This is an optimization exercise on Yosys and OpenROAD, whose aim is small area, not a production implementation. No functional check of the RTL was part of this run.

`flow/design.v`:
```
module hem_core (
    input              clk,
    input              rst,
    input              start,
    input      [11:0]  entry,
    input      [19:0]  state_ptr,
    input      [127:0] operands,
    output reg         busy,
    output     [11:0]  imem_addr,
    input      [31:0]  imem_rdata,
    output             dmem_en,
    output             dmem_we,
    output     [3:0]   dmem_be,
    output     [12:0]  dmem_addr,
    output     [31:0]  dmem_wdata,
    input      [31:0]  dmem_rdata,
    output reg         post_valid,
    output reg [1:0]   post_dest,
    output reg [31:0]  post_data,
    output reg         done,
    output reg [3:0]   done_cause,
    output reg [11:0]  done_pc
);
    localparam [5:0] OP_NOP  = 6'h00, OP_LDI  = 6'h01, OP_MOV  = 6'h02,
                     OP_LD   = 6'h03, OP_ST   = 6'h04, OP_LDA  = 6'h05,
                     OP_STAH = 6'h06, OP_MVH  = 6'h07, OP_MVA  = 6'h08,
                     OP_CLR  = 6'h09, OP_LDP  = 6'h0A, OP_SETB = 6'h0B,
                     OP_SETL = 6'h0C, OP_ADDP = 6'h0D, OP_STAW = 6'h0E,
                     OP_MPY  = 6'h10, OP_MAC  = 6'h11, OP_MSU  = 6'h12,
                     OP_MACL = 6'h13, OP_ADDA = 6'h14, OP_ASL  = 6'h15,
                     OP_SATA = 6'h16, OP_ADD  = 6'h18, OP_SUB  = 6'h19,
                     OP_ADDI = 6'h1A, OP_AND  = 6'h1B, OP_OR   = 6'h1C,
                     OP_SHL  = 6'h1D, OP_CMP  = 6'h1E, OP_B    = 6'h20,
                     OP_CALL = 6'h21, OP_RET  = 6'h22, OP_REP  = 6'h23,
                     OP_RDO  = 6'h28, OP_POST = 6'h29, OP_END  = 6'h2A,
                     OP_MFS  = 6'h2B;
    localparam [3:0] C_END = 4'd0, C_ILLEGAL = 4'd1, C_SEQ = 4'd2,
                     C_MISALIGN = 4'd3, C_UNMAPPED = 4'd4, C_STACK = 4'd7,
                     C_CIRC = 4'd8;
    localparam [25:0] M_A    = 26'h2000000, M_DD  = 26'h1C00000,
                      M_DS   = 26'h0380000, M_DT  = 26'h0070000,
                      M_P    = 26'h000C000, M_AM  = 26'h0003000,
                      M_MM   = 26'h0000C00, M_FR  = 26'h0000200,
                      M_X    = 26'h0000100, M_OFF = 26'h0000FFF,
                      M_PA   = 26'h3000000, M_CND = 26'h3C00000,
                      M_I20  = 26'h00FFFFF, M_I16 = 26'h000FFFF,
                      M_N    = 26'h00000FF, M_SH6 = 26'h000003F,
                      M_SH5  = 26'h000001F, M_K   = 26'h0000003;
    reg [15:0] dr  [0:7];
    reg [39:0] acc [0:1];
    reg [19:0] pr  [0:3];
    reg [19:0] br  [0:3];
    reg [15:0] lr  [0:3];
    reg [31:0] orr [0:3];
    reg [3:0]  st;              
    reg [11:0] stk [0:3];
    reg [2:0]  sp;
    reg [11:0] fpc;             
    reg [11:0] xpc;             
    reg        iv;              
    reg        slot;            
    reg        after_rep;       
    reg [7:0]  rcnt;            
    reg        wb_v;
    reg        wb_acc;          
    reg [2:0]  wb_idx;
    reg        wb_hi;           
    assign imem_addr = fpc;
    wire [31:0] ins  = imem_rdata;
    wire [5:0]  op   = ins[31:26];
    wire        fa   = ins[25];
    wire [2:0]  fdd  = ins[24:22];
    wire [2:0]  fds  = ins[21:19];
    wire [2:0]  fdt  = ins[18:16];
    wire [1:0]  fp   = ins[15:14];
    wire [1:0]  fam  = ins[13:12];
    wire [1:0]  fmm  = ins[11:10];
    wire        ffr  = ins[9];
    wire        fx   = ins[8];
    wire [11:0] off  = ins[11:0];
    wire [1:0]  fpa  = ins[25:24];
    wire [3:0]  cond = ins[25:22];
    wire [19:0] imm20 = ins[19:0];
    wire [15:0] imm16 = ins[15:0];
    wire [7:0]  repn = ins[7:0];
    wire [5:0]  sh6  = ins[5:0];
    wire [4:0]  sh5  = ins[4:0];
    wire [1:0]  kj   = ins[1:0];
    reg        known;
    reg [25:0] used;
    always @(*) begin
        known = 1'b1;
        used  = 26'h0;
        case (op)
            OP_NOP:  used = 26'h0;
            OP_LDI:  used = M_DD | M_I16;
            OP_MOV:  used = M_DD | M_DS;
            OP_LD:   used = M_DD | M_P | M_AM | M_OFF;
            OP_ST:   used = M_DS | M_P | M_AM | M_OFF;
            OP_LDA, OP_STAH, OP_STAW:
                     used = M_A | M_P | M_AM | M_OFF;
            OP_MVH:  used = M_A | M_DD;
            OP_MVA:  used = M_A | M_DS;
            OP_CLR, OP_ADDA, OP_SATA:
                     used = M_A;
            OP_LDP, OP_SETB:
                     used = M_PA | M_I20;
            OP_SETL, OP_ADDP:
                     used = M_PA | M_I16;
            OP_MPY, OP_MAC, OP_MSU:
                     used = M_A | M_DS | M_DT | M_MM | M_FR;
            OP_MACL: used = M_A | M_DD | M_DS | M_DT | M_P | M_AM | M_MM | M_FR | M_X;
            OP_ASL:  used = M_A | M_SH6;
            OP_ADD, OP_SUB, OP_AND, OP_OR:
                     used = M_DD | M_DS | M_DT;
            OP_ADDI: used = M_DD | M_I16;
            OP_SHL:  used = M_DD | M_DS | M_SH5;
            OP_CMP:  used = M_DS | M_DT;
            OP_B:    used = M_CND | M_OFF;
            OP_CALL: used = M_OFF;
            OP_RET:  used = 26'h0;
            OP_REP:  used = M_N;
            OP_RDO:  used = (fx ? M_A : M_DD) | M_X | M_K;
            OP_POST: used = (fx ? M_A : M_DS) | M_X | M_K;
            OP_END:  used = 26'h0;
            OP_MFS:  used = M_DD;
            default: known = 1'b0;
        endcase
    end
    wire illegal = !known
                 || ((ins[25:0] & ~used) != 26'h0)
                 || (op == OP_B    && cond > 4'd8)
                 || (op == OP_MACL && (fam == 2'd0 || fam == 2'd3));
    wire is_branch = (op == OP_B) || (op == OP_CALL) || (op == OP_RET);
    wire seq_bad   = (slot && (is_branch || op == OP_REP || op == OP_END))
                  || (after_rep && (is_branch || op == OP_REP || op == OP_END
                                    || op == OP_POST || op == OP_RDO));
    wire [15:0] vds = dr[fds];
    wire [15:0] vdt = dr[fdt];
    wire [15:0] vdd = dr[fdd];
    wire [39:0] va  = acc[fa];
    wire [39:0] vo  = acc[~fa];
    function [16:0] sat16;
        input [16:0] x;
        begin
            if (x[16] != x[15])
                sat16 = {1'b1, x[16] ? 16'h8000 : 16'h7FFF};
            else
                sat16 = {1'b0, x[15:0]};
        end
    endfunction
    function [16:0] store_high;
        input [39:0] a;
        reg   [40:0] r;
        begin
            r = {a[39], a} + 41'h0_0000_8000;
            if (!r[40] && r[39:31] != 9'h000)
                store_high = {1'b1, 16'h7FFF};
            else if (r[40] && r[39:31] != 9'h1FF)
                store_high = {1'b1, 16'h8000};
            else
                store_high = {1'b0, r[31:16]};
        end
    endfunction
    function [32:0] store_word;
        input [39:0] a;
        begin
            if (!a[39] && a[38:31] != 8'h00)
                store_word = {1'b1, 32'h7FFF_FFFF};
            else if (a[39] && a[38:31] != 8'hFF)
                store_word = {1'b1, 32'h8000_0000};
            else
                store_word = {1'b0, a[31:0]};
        end
    endfunction
    function [19:0] cwrap;
        input [19:0] np;
        input [19:0] bb;
        input [15:0] ll;
        reg   [20:0] lim;
        begin
            lim = {1'b0, bb} + {5'b0, ll};
            if (ll == 16'h0)
                cwrap = np;
            else if ({1'b0, np} >= lim)
                cwrap = np - {4'b0, ll};
            else if (np < bb)
                cwrap = np + {4'b0, ll};
            else
                cwrap = np;
        end
    endfunction
    wire        m1_uns = fmm[0];              
    wire        m2_uns = fmm[0] ^ fmm[1];     
    wire signed [16:0] m1 = {m1_uns ? 1'b0 : vds[15], vds};
    wire signed [16:0] m2 = {m2_uns ? 1'b0 : vdt[15], vdt};
    wire signed [33:0] mprod = m1 * m2;
    wire [39:0] prod = ffr ? {{5{mprod[33]}}, mprod, 1'b0}
                           : {{6{mprod[33]}}, mprod};
    wire [40:0] mac_sum  = {va[39], va} + {prod[39], prod};
    wire [40:0] msu_sum  = {va[39], va} - {prod[39], prod};
    wire [40:0] adda_sum = {va[39], va} + {vo[39], vo};
    wire        asl_left = !sh6[5];
    wire [5:0]  asl_rn   = -sh6;
    wire [71:0] asl_ext  = {{32{va[39]}}, va} << sh6[4:0];
    wire signed [39:0] va_s = va;
    wire [39:0] asl_rsh  = va_s >>> asl_rn;
    wire [39:0] asl_res  = asl_left ? asl_ext[39:0] : asl_rsh;
    wire        asl_ovf  = asl_left && (asl_ext[71:39] != {33{asl_ext[71]}});
    wire [16:0] sh_va    = store_high(va);
    wire [32:0] sw_va    = store_word(va);
    wire [16:0] add_x  = {vds[15], vds} + {vdt[15], vdt};
    wire [16:0] sub_x  = {vds[15], vds} - {vdt[15], vdt};
    wire [16:0] addi_x = {vdd[15], vdd} + {imm16[15], imm16};
    wire [16:0] add_s  = sat16(add_x);
    wire [16:0] sub_s  = sat16(sub_x);
    wire [16:0] addi_s = sat16(addi_x);
    wire        shl_left = !sh5[4];
    wire [4:0]  shl_rn   = -sh5;
    wire [31:0] shl_ext  = {{16{vds[15]}}, vds} << sh5[3:0];
    wire        shl_sat  = shl_left && (shl_ext[31:15] != {17{shl_ext[31]}});
    wire signed [15:0] vds_s = vds;
    wire [15:0] shl_rsh  = vds_s >>> shl_rn;
    wire [15:0] shl_res  = !shl_left ? shl_rsh
                         : shl_sat   ? (vds[15] ? 16'h8000 : 16'h7FFF)
                         : shl_ext[15:0];
    wire        pa_op = (op == OP_LDP) || (op == OP_SETB) || (op == OP_SETL) || (op == OP_ADDP);
    wire [1:0]  pi    = pa_op ? fpa : fp;
    wire [19:0] pv    = pr[pi];
    wire [19:0] bv    = br[pi];
    wire [15:0] lv    = lr[pi];
    wire        is_mem  = (op == OP_LD) || (op == OP_ST) || (op == OP_LDA) ||
                          (op == OP_STAH) || (op == OP_STAW) || (op == OP_MACL);
    wire        is_load = (op == OP_LD) || (op == OP_LDA) || (op == OP_MACL);
    wire        size4   = (op == OP_LDA) || (op == OP_STAW);
    wire [19:0] maddr   = (fam == 2'd3) ? pv + {8'h00, off} : pv;
    wire [19:0] mstep   = (fam == 2'd1) ? (size4 ? 20'd4 : 20'd2)
                        : (fam == 2'd2) ? (size4 ? -20'd4 : -20'd2)
                        : 20'd0;
    wire [19:0] p_mem   = cwrap(pv + mstep, bv, lv);
    wire [19:0] p_addp  = cwrap(pv + {{4{imm16[15]}}, imm16}, bv, lv);
    wire        misalign = size4 ? (maddr[1:0] != 2'b00) : maddr[0];
    wire        unmapped = (maddr[19:15] != 5'h0);
    reg taken;
    always @(*) begin
        case (cond)
            4'd0: taken = 1'b1;
            4'd1: taken = st[1];
            4'd2: taken = !st[1];
            4'd3: taken = st[0];
            4'd4: taken = !st[0];
            4'd5: taken = !st[0] && !st[1];
            4'd6: taken = st[0] || st[1];
            4'd7: taken = st[2];
            4'd8: taken = st[3];
            default: taken = 1'b0;
        endcase
    end
    reg       fault;
    reg [3:0] fcause;
    always @(*) begin
        fault  = 1'b1;
        fcause = C_ILLEGAL;
        if (illegal)
            fcause = C_ILLEGAL;
        else if (seq_bad)
            fcause = C_SEQ;
        else if (op == OP_CALL && sp == 3'd4)
            fcause = C_STACK;
        else if (op == OP_RET && sp == 3'd0)
            fcause = C_STACK;
        else if (op == OP_SETL && (imm16[0] || imm16 > 16'h8000))
            fcause = C_CIRC;
        else if (is_mem && misalign)
            fcause = C_MISALIGN;
        else if (is_mem && unmapped)
            fcause = C_UNMAPPED;
        else
            fault = 1'b0;
    end
    wire ex      = iv;                        
    wire abort   = ex && fault;
    wire go      = ex && !fault;              
    wire ending  = abort || (go && op == OP_END);
    wire        st_is_half = (op == OP_ST) || (op == OP_STAH);
    wire [15:0] st_half    = (op == OP_ST) ? vds : sh_va[15:0];
    assign dmem_en    = go && is_mem;
    assign dmem_we    = (op == OP_ST) || (op == OP_STAH) || (op == OP_STAW);
    assign dmem_addr  = maddr[14:2];
    assign dmem_be    = !st_is_half ? 4'b1111 : (maddr[1] ? 4'b1100 : 4'b0011);
    assign dmem_wdata = st_is_half ? {st_half, st_half} : sw_va[31:0];
    reg        d_we;
    reg [15:0] d_val;
    reg        a_we;
    reg [39:0] a_val;
    reg        n_we, z_we;
    reg        n_val, z_val;
    reg        sat_set, ovf_set, st_clr;
    always @(*) begin
        d_we = 1'b0;  d_val = 16'h0;
        a_we = 1'b0;  a_val = 40'h0;
        n_we = 1'b0;  z_we = 1'b0;  n_val = 1'b0;  z_val = 1'b0;
        sat_set = 1'b0;  ovf_set = 1'b0;  st_clr = 1'b0;
        case (op)
            OP_LDI:  begin d_we = 1'b1; d_val = imm16; end
            OP_MOV:  begin d_we = 1'b1; d_val = vds; end
            OP_MVH:  begin d_we = 1'b1; d_val = sh_va[15:0]; sat_set = sh_va[16]; end
            OP_STAH: sat_set = sh_va[16];
            OP_STAW: sat_set = sw_va[32];
            OP_MVA:  begin a_we = 1'b1; a_val = {{8{vds[15]}}, vds, 16'h0000}; end
            OP_CLR:  begin a_we = 1'b1; a_val = 40'h0; end
            OP_MPY:  begin a_we = 1'b1; a_val = prod; end
            OP_MAC:  begin a_we = 1'b1; a_val = mac_sum[39:0];
                           ovf_set = mac_sum[40] != mac_sum[39]; end
            OP_MSU:  begin a_we = 1'b1; a_val = msu_sum[39:0];
                           ovf_set = msu_sum[40] != msu_sum[39]; end
            OP_MACL: begin
                         a_we = 1'b1;
                         if (fx) begin
                             a_val = prod;
                         end else begin
                             a_val = mac_sum[39:0];
                             ovf_set = mac_sum[40] != mac_sum[39];
                         end
                     end
            OP_ADDA: begin a_we = 1'b1; a_val = adda_sum[39:0];
                           ovf_set = adda_sum[40] != adda_sum[39]; end
            OP_ASL:  begin a_we = 1'b1; a_val = asl_res; ovf_set = asl_ovf; end
            OP_SATA: begin a_we = 1'b1; a_val = {{8{sw_va[31]}}, sw_va[31:0]};
                           sat_set = sw_va[32]; end
            OP_ADD:  begin d_we = 1'b1; d_val = add_s[15:0]; sat_set = add_s[16];
                           n_we = 1'b1; z_we = 1'b1;
                           n_val = add_s[15]; z_val = add_s[15:0] == 16'h0; end
            OP_SUB:  begin d_we = 1'b1; d_val = sub_s[15:0]; sat_set = sub_s[16];
                           n_we = 1'b1; z_we = 1'b1;
                           n_val = sub_s[15]; z_val = sub_s[15:0] == 16'h0; end
            OP_ADDI: begin d_we = 1'b1; d_val = addi_s[15:0]; sat_set = addi_s[16];
                           n_we = 1'b1; z_we = 1'b1;
                           n_val = addi_s[15]; z_val = addi_s[15:0] == 16'h0; end
            OP_AND:  begin d_we = 1'b1; d_val = vds & vdt;
                           n_we = 1'b1; z_we = 1'b1;
                           n_val = d_val[15]; z_val = d_val == 16'h0; end
            OP_OR:   begin d_we = 1'b1; d_val = vds | vdt;
                           n_we = 1'b1; z_we = 1'b1;
                           n_val = d_val[15]; z_val = d_val == 16'h0; end
            OP_SHL:  begin d_we = 1'b1; d_val = shl_res; sat_set = shl_sat;
                           n_we = 1'b1; z_we = 1'b1;
                           n_val = shl_res[15]; z_val = shl_res == 16'h0; end
            OP_CMP:  begin n_we = 1'b1; z_we = 1'b1;
                           n_val = sub_x[16]; z_val = sub_x == 17'h0; end
            OP_RDO:  begin
                         if (fx) begin
                             a_we = 1'b1;
                             a_val = {{8{orr[kj][31]}}, orr[kj]};
                         end else begin
                             d_we = 1'b1;
                             d_val = orr[kj][15:0];
                         end
                     end
            OP_POST: if (fx) sat_set = sw_va[32];
            OP_MFS:  begin d_we = 1'b1; d_val = {12'h000, st}; st_clr = 1'b1; end
            default: ;
        endcase
    end
    wire [31:0] post_val = fx ? sw_va[31:0] : {{16{vds[15]}}, vds};
    wire [2:0]  sp_m1   = sp - 3'd1;
    wire [15:0] wb_half = wb_hi ? dmem_rdata[31:16] : dmem_rdata[15:0];
    integer i;
    always @(posedge clk) begin
        if (rst) begin
            busy       <= 1'b0;
            fpc        <= 12'h000;
            iv         <= 1'b0;
            slot       <= 1'b0;
            after_rep  <= 1'b0;
            rcnt       <= 8'd0;
            wb_v       <= 1'b0;
            post_valid <= 1'b0;
            done       <= 1'b0;
        end else begin
            post_valid <= 1'b0;
            done       <= 1'b0;
            xpc        <= fpc;
            if (!busy) begin
                iv <= 1'b0;
                if (start) begin
                    busy      <= 1'b1;
                    fpc       <= entry;
                    slot      <= 1'b0;
                    after_rep <= 1'b0;
                    rcnt      <= 8'd0;
                    st        <= 4'h0;
                    sp        <= 3'd0;
                    for (i = 0; i < 8; i = i + 1) dr[i] <= 16'h0;
                    acc[0] <= 40'h0;
                    acc[1] <= 40'h0;
                    for (i = 0; i < 4; i = i + 1) begin
                        pr[i] <= (i == 0) ? state_ptr : 20'h0;
                        br[i] <= 20'h0;
                        lr[i] <= 16'h0;
                        orr[i] <= operands[32*i +: 32];
                        stk[i] <= 12'h0;
                    end
                end
            end else begin
                iv <= !ending;
                if (ending) begin
                    busy       <= 1'b0;
                    done       <= 1'b1;
                    done_cause <= abort ? fcause : C_END;
                    done_pc    <= xpc;
                end
                if (go && op == OP_B && taken)
                    fpc <= off;
                else if (go && op == OP_CALL)
                    fpc <= off;
                else if (go && op == OP_RET)
                    fpc <= stk[sp_m1[1:0]];
                else if (go && op == OP_REP && repn != 8'd0)
                    fpc <= fpc;
                else if (go && rcnt >= 8'd2)
                    fpc <= fpc;
                else
                    fpc <= fpc + 12'd1;
                if (ex) begin
                    slot      <= go && is_branch;
                    after_rep <= go && op == OP_REP;
                    if (go && op == OP_REP)
                        rcnt <= repn;
                    else if (rcnt != 8'd0)
                        rcnt <= abort ? 8'd0 : rcnt - 8'd1;
                end
                if (go) begin
                    if (d_we) dr[fdd] <= d_val;
                    if (a_we) acc[fa] <= a_val;
                    if (n_we) st[0] <= n_val;
                    if (z_we) st[1] <= z_val;
                    if (st_clr) begin
                        st[2] <= sat_set;
                        st[3] <= ovf_set;
                    end else begin
                        if (sat_set) st[2] <= 1'b1;
                        if (ovf_set) st[3] <= 1'b1;
                    end
                    case (op)
                        OP_LDP:  pr[pi] <= imm20;
                        OP_SETB: br[pi] <= imm20;
                        OP_SETL: lr[pi] <= imm16;
                        OP_ADDP: pr[pi] <= p_addp;
                        default: if (is_mem && (fam == 2'd1 || fam == 2'd2))
                                     pr[pi] <= p_mem;
                    endcase
                    if (op == OP_CALL) begin
                        stk[sp[1:0]] <= xpc + 12'd2;
                        sp <= sp + 3'd1;
                    end
                    if (op == OP_RET)
                        sp <= sp - 3'd1;
                    if (op == OP_POST) begin
                        post_valid <= 1'b1;
                        post_dest  <= kj;
                        post_data  <= post_val;
                    end
                end
            end
            wb_v <= go && is_load;
            if (go && is_load) begin
                wb_acc <= (op == OP_LDA);
                wb_idx <= (op == OP_LDA) ? {2'b00, fa} : fdd;
                wb_hi  <= maddr[1];
            end
            if (wb_v) begin
                if (wb_acc)
                    acc[wb_idx[0]] <= {{8{dmem_rdata[31]}}, dmem_rdata};
                else
                    dr[wb_idx] <= wb_half;
            end
        end
    end
endmodule
```
`flow/constraint.sdc`:
```
create_clock -name core_clock -period 15.0 [get_ports {clk}]
set_input_delay 3.0000 -clock core_clock [delete_from_list [all_inputs] [get_ports {clk}]]
set_output_delay 3.0000 -clock core_clock [all_outputs]
set_load 0.01 [all_outputs]
```
`flow/config.mk`:
```
export PLATFORM = sky130hd
export DESIGN_NAME = hem_core
export DESIGN_NICKNAME = hem_core
export VERILOG_FILES = /design/flow/design.v
export SDC_FILE = /design/flow/constraint.sdc
export NUM_CORES = 4
export LEC_CHECK = 0
export CAP_MARGIN = 20
export CORE_MARGIN = 2
export CORE_UTILIZATION = 40
export PLACE_DENSITY = 0.6
export SLEW_MARGIN = 20
```
`flow/run.sh`:
```
#!/bin/bash
# synth_recipe.tcl (not shown) runs the flow's synth.tcl, then flattens the netlist and writes it again
# the make line also repeats each setting of config.mk as NAME=value (left out here)
make -C /OpenROAD-flow-scripts/flow DESIGN_CONFIG=/design/flow/config.mk WORK_HOME=/design/flow/orfs CLKGATE_MAP_FILE= SYNTH_SCRIPT=/design/flow/synth_recipe.tcl finish
```
==> run summary <==
placed cells by master (no fill, tap or decap), types with 34 or more instances in the layout:
master	instances
o221ai_1	64
inv_1	598
mux4_2	202
o21a_1	53
nand2b_1	95
nand4_1	51
o21ai_0	484
xnor2_1	164
and2_1	108
a211oi_1	71
mux2i_1	189
a221oi_1	48
nor3_1	139
a21oi_1	507
nand2_1	808
a21o_1	103
mux2_2	127
nand3_1	149
o22ai_1	191
edfxtp_1	682
a221o_1	34
buf_4	318
o21ai_1	40
clkdlybuf4s50_1	326
clkbuf_16	82
o211ai_1	94
nor4_1	65
nor2_1	736
o31ai_1	62
and3_1	78
ha_1	479
fa_1	309
a31oi_1	57
a222oi_1	48
xor2_1	72
o21bai_1	65
nor2b_1	75
per-stage QoR:
| stage | setup slack (ps) | cells | util (%) | cell area [µm²] |
|---|---|---|---|---|
| global placement | 490.1 | 10760 | 43.95 | 81230 |
| global route | 274.0 | 10915 | 45.50 | 84100 |
| detailed placement | 355.2 | 10761 | 43.97 | 81280 |
| floorplan | 1237 | 8132 | - | 74230 |
| finish | 719.8 | 10925 | 45.51 | 84130 |
| CTS | 1124 | 10912 | 45.46 | 84020 |
cell usage after synthesis (all sizes together) (16+ instances only):
library cell,n,share of area (%)
mux2i,214,2.9
a22oi,32,0.32
fa,309,8.3
nand2,814,4.1
and3,79,0.67
nand4,53,0.46
nor3b,17,0.19
a2111oi,23,0.32
nand2b,96,0.81
dfxtp,27,0.73
xnor2,168,2.0
a221o,34,0.46
inv,618,3.1
a211o,27,0.32
o21ai,531,3.6
o22ai,191,1.6
clkbuf,358,1.8
nand3,153,1.0
a221oi,48,0.57
o21a,53,0.54
edfxtp,682,28
a31oi,57,0.48
and2,111,0.94
nor2b,76,0.64
o221ai,64,0.76
nor3,152,1.1
nor4,67,0.61
ha,480,8.1
xor2,73,0.86
a21o,103,1.0
o21bai,65,0.66
o31a,17,0.20
or2,32,0.27
mux4,202,6.1
a222oi,48,0.65
nor2,748,3.8
o311ai,17,0.20
a211oi,72,0.75
mux2,129,2.0
a21oi,513,3.5
a31o,16,0.19
or3,22,0.19
o31ai,66,0.69
o211ai,94,0.95
buf,150,1.1
sequential cells by signal, indices dropped and copies added (netlist names), 2 cells and up:
name / flops
lr: 64
post_dest: 2
post_data: 32
pr: 80
sp: 3
stk: 48
orr: 128
xpc: 12
rcnt: 8
fpc: 12
wb_idx: 3
st: 4
done_pc: 12
done_cause: 4
br: 80
acc: 80
dr: 128
cell families after synthesis:
logic type	Yosys count
AND/OR/NAND/NOR	2472
other	1
buffers and inverters	1141
adder cells (fa/ha/maj)	789
multiplexers	545
AO/OA/AOI/OAI	2231
XOR/XNOR	241
flip-flops	709
final cells by class:
| cell class | count | area, µm² |
|---|---|---|
| Tap cell | 2480 | 3103 |
| Timing Repair Buffer | 659 | 5787 |
| Clock inverter | 46 | 569.3 |
| Sequential cell | 709 | 21020 |
| Fill cell | 17773 | 100700 |
| Multi-Input combinational cell | 6282 | 49070 |
| Antenna cell | 11 | 27.53 |
| Inverter | 633 | 2386 |
| Clock buffer | 105 | 2168 |
how the worst min path moves through the flow:
stage	start	to	slack [ps]	cells after the start
after detailed placement	slot$_SDFFE_PP0P_	slot$_SDFFE_PP0P_	470	2
after global placement	slot$_SDFFE_PP0P_	slot$_SDFFE_PP0P_	460	2
after CTS	slot$_SDFFE_PP0P_	slot$_SDFFE_PP0P_	470	2
after global routing	slot$_SDFFE_PP0P_	slot$_SDFFE_PP0P_	500	2
after floorplan	xpc[0]$_DFFE_PN_	done_pc[0]$_DFFE_PP_	430	0
final	slot$_SDFFE_PP0P_	slot$_SDFFE_PP0P_	480	2
layer usage:
metal	share of wire [%]	wire length, µm
met2	42	157100
met5	0.034	125
met1	37	136900
met4	9.2	34060
met3	12	43940
worst max-delay path: cells and delay by family:
family | cells | cell delay [ps]
adder cells (fa/ha/maj) | 8 | 3510
AO/OA/AOI/OAI | 13 | 2950
buffers and inverters | 9 | 2260
multiplexers | 3 | 1210
AND/OR/NAND/NOR | 5 | 990
XOR/XNOR | 1 | 770
==> flow_summary.json <==
{
  "ys_warn_count": 2,
  "cts_tree": "yes",
  "drive_above_1_share_pct": 11.62,
  "numCtsBuffers": 82,
  "synthCells": 8129,
  "core_area_um2": 184800,
  "vias": 72238,
  "rsz0062_at_grt": "false",
  "r2r_slack_ps": 3250,
  "setup_viol": 0,
  "r2r-start": "dr[6][2]$_DFFE_PP_",
  "h-tree-depth": 3,
  "cts-root-buf": "clkbuf_16",
  "post_cts_buffers": 0,
  "fin_worst_skew_ps": 64.27,
  "final_max_slew_viol_count": 0,
  "worstReg2RegEnd": "st[3]$_SDFFCE_PN0P_",
  "synth_seq_area_share_pct": 28.32,
  "synth-seq-cells": 709,
  "synth-xor-area-share_pct": 2.844,
  "globalRouteMet1Util_pct": 47.36,
  "synth_edf_count": 682,
  "fin_tns_setup_ps": 0,
  "die_y_um": 434.8,
  "slew_headroom_pct": 7.984,
  "cts_sinks": 709,
  "criticalPathCategory": "in2reg",
  "use_met2_pct": 56.74,
  "critPathMaxStageDelay_ps": 770,
  "async_flop_share_pct": 0,
  "synth_area_um2": 74220,
  "syn_avg_cell_area_um2": 9.131,
  "fmax_mhz": 70.03,
  "io_buffers": 342,
  "arrival_ps": 14750,
  "cp_max_fo": 17,
  "antenna_found_initial": 18,
  "area_growth_pct": 13.34,
  "worstHoldPathType": "reg2reg",
  "grt_pass1_vias": 69407,
  "synth_fa_ha_area_share_pct": 16.43,
  "wl_mm": 372.2,
  "clockBufferDepth": 3,
  "synth-simple-area-share_pct": 15.44,
  "crit_start": "imem_rdata[16]",
  "worst_pin_slew_ps": 1375,
  "initial_utilization_pct": 40.16,
  "holdWs_ps": 477.0,
  "die_area_um2": 189000,
  "synthMuxAreaShare_pct": 11.00,
  "ys_types": 120,
  "fp-row-count": 158,
  "synth-compound-area-share_pct": 19.89,
  "nNetsFinal": 9383,
  "cp_common_cell": "fa_1",
  "period_needed_ps": 14280,
  "met3_usage_pct": 10.24,
  "drtAntennaViolNets": 0,
  "synth_top_family_by_area": "compound AO/OA/AOI/OAI gates",
  "cts_resized": 0,
  "synth_top_flop_cell": "edfxtp_1",
  "cp_slowest_cell": "xor2_1",
  "avgViaCountPerCell": 6.612,
  "hold_viol": 0,
  "end_kind": "register",
  "cp-start-kind": "primary input",
  "fin_crit_sh_pct": 95.20,
  "grt.busiest_layer": "met2",
  "grt_max_degree": 90,
  "wl_per_cell_um": 34.07,
  "postCtsHoldBufs": 0,
  "status": "finished clean",
  "cp.required_ps": 15470,
  "drtIter0Drc": 10381,
  "io_pins": 343,
  "gp_congestion": 1.126,
  "r2r_cells": 39,
  "cap_violations": 0,
  "remaining_drc_errors": 0,
  "overflow": 0,
  "dr.pass1.iters": 7,
  "clkLatencyLatePin_ps": 800,
  "die_x_um": 434.8,
  "path_clk_slew_ps": 70,
  "dpl.hpwl_mm": 284.6,
  "track_usage_pct": 38.14,
  "grt_pass1_wl_mm": 520.8,
  "worstSetupEndpoint": "st[3]$_SDFFCE_PN0P_"
}

==> re-timing with driven ports <==
How much do the figures lean on ideal ports? The routed layout below was timed once more, with nothing changed but the port constraints.
Step 1 assumes that a clkbuf_16 drives the clock port and a buf_2 every other input.
Step 2 also shifts input and output timing later by t, the mid clock arrival at the registers, as if the neighbouring blocks saw the same clock.
a / b / c = ideal ports / drivers / drivers and shift; a / b = the first two.
shift t [ns]: 0.863
setup slack, ns: 0.720 / 0.792 / -0.071
hold slack, ns: 0.477 / 0.477 / 0.477
worst setup path after step 2: input to register
cell pins on the clock port's net: 1
With both steps, setup timing fails in this run, where it was met with ideal ports. For this run, drivers alone change the setup slack by +0.072 ns; drivers and shift together by -0.791 ns.
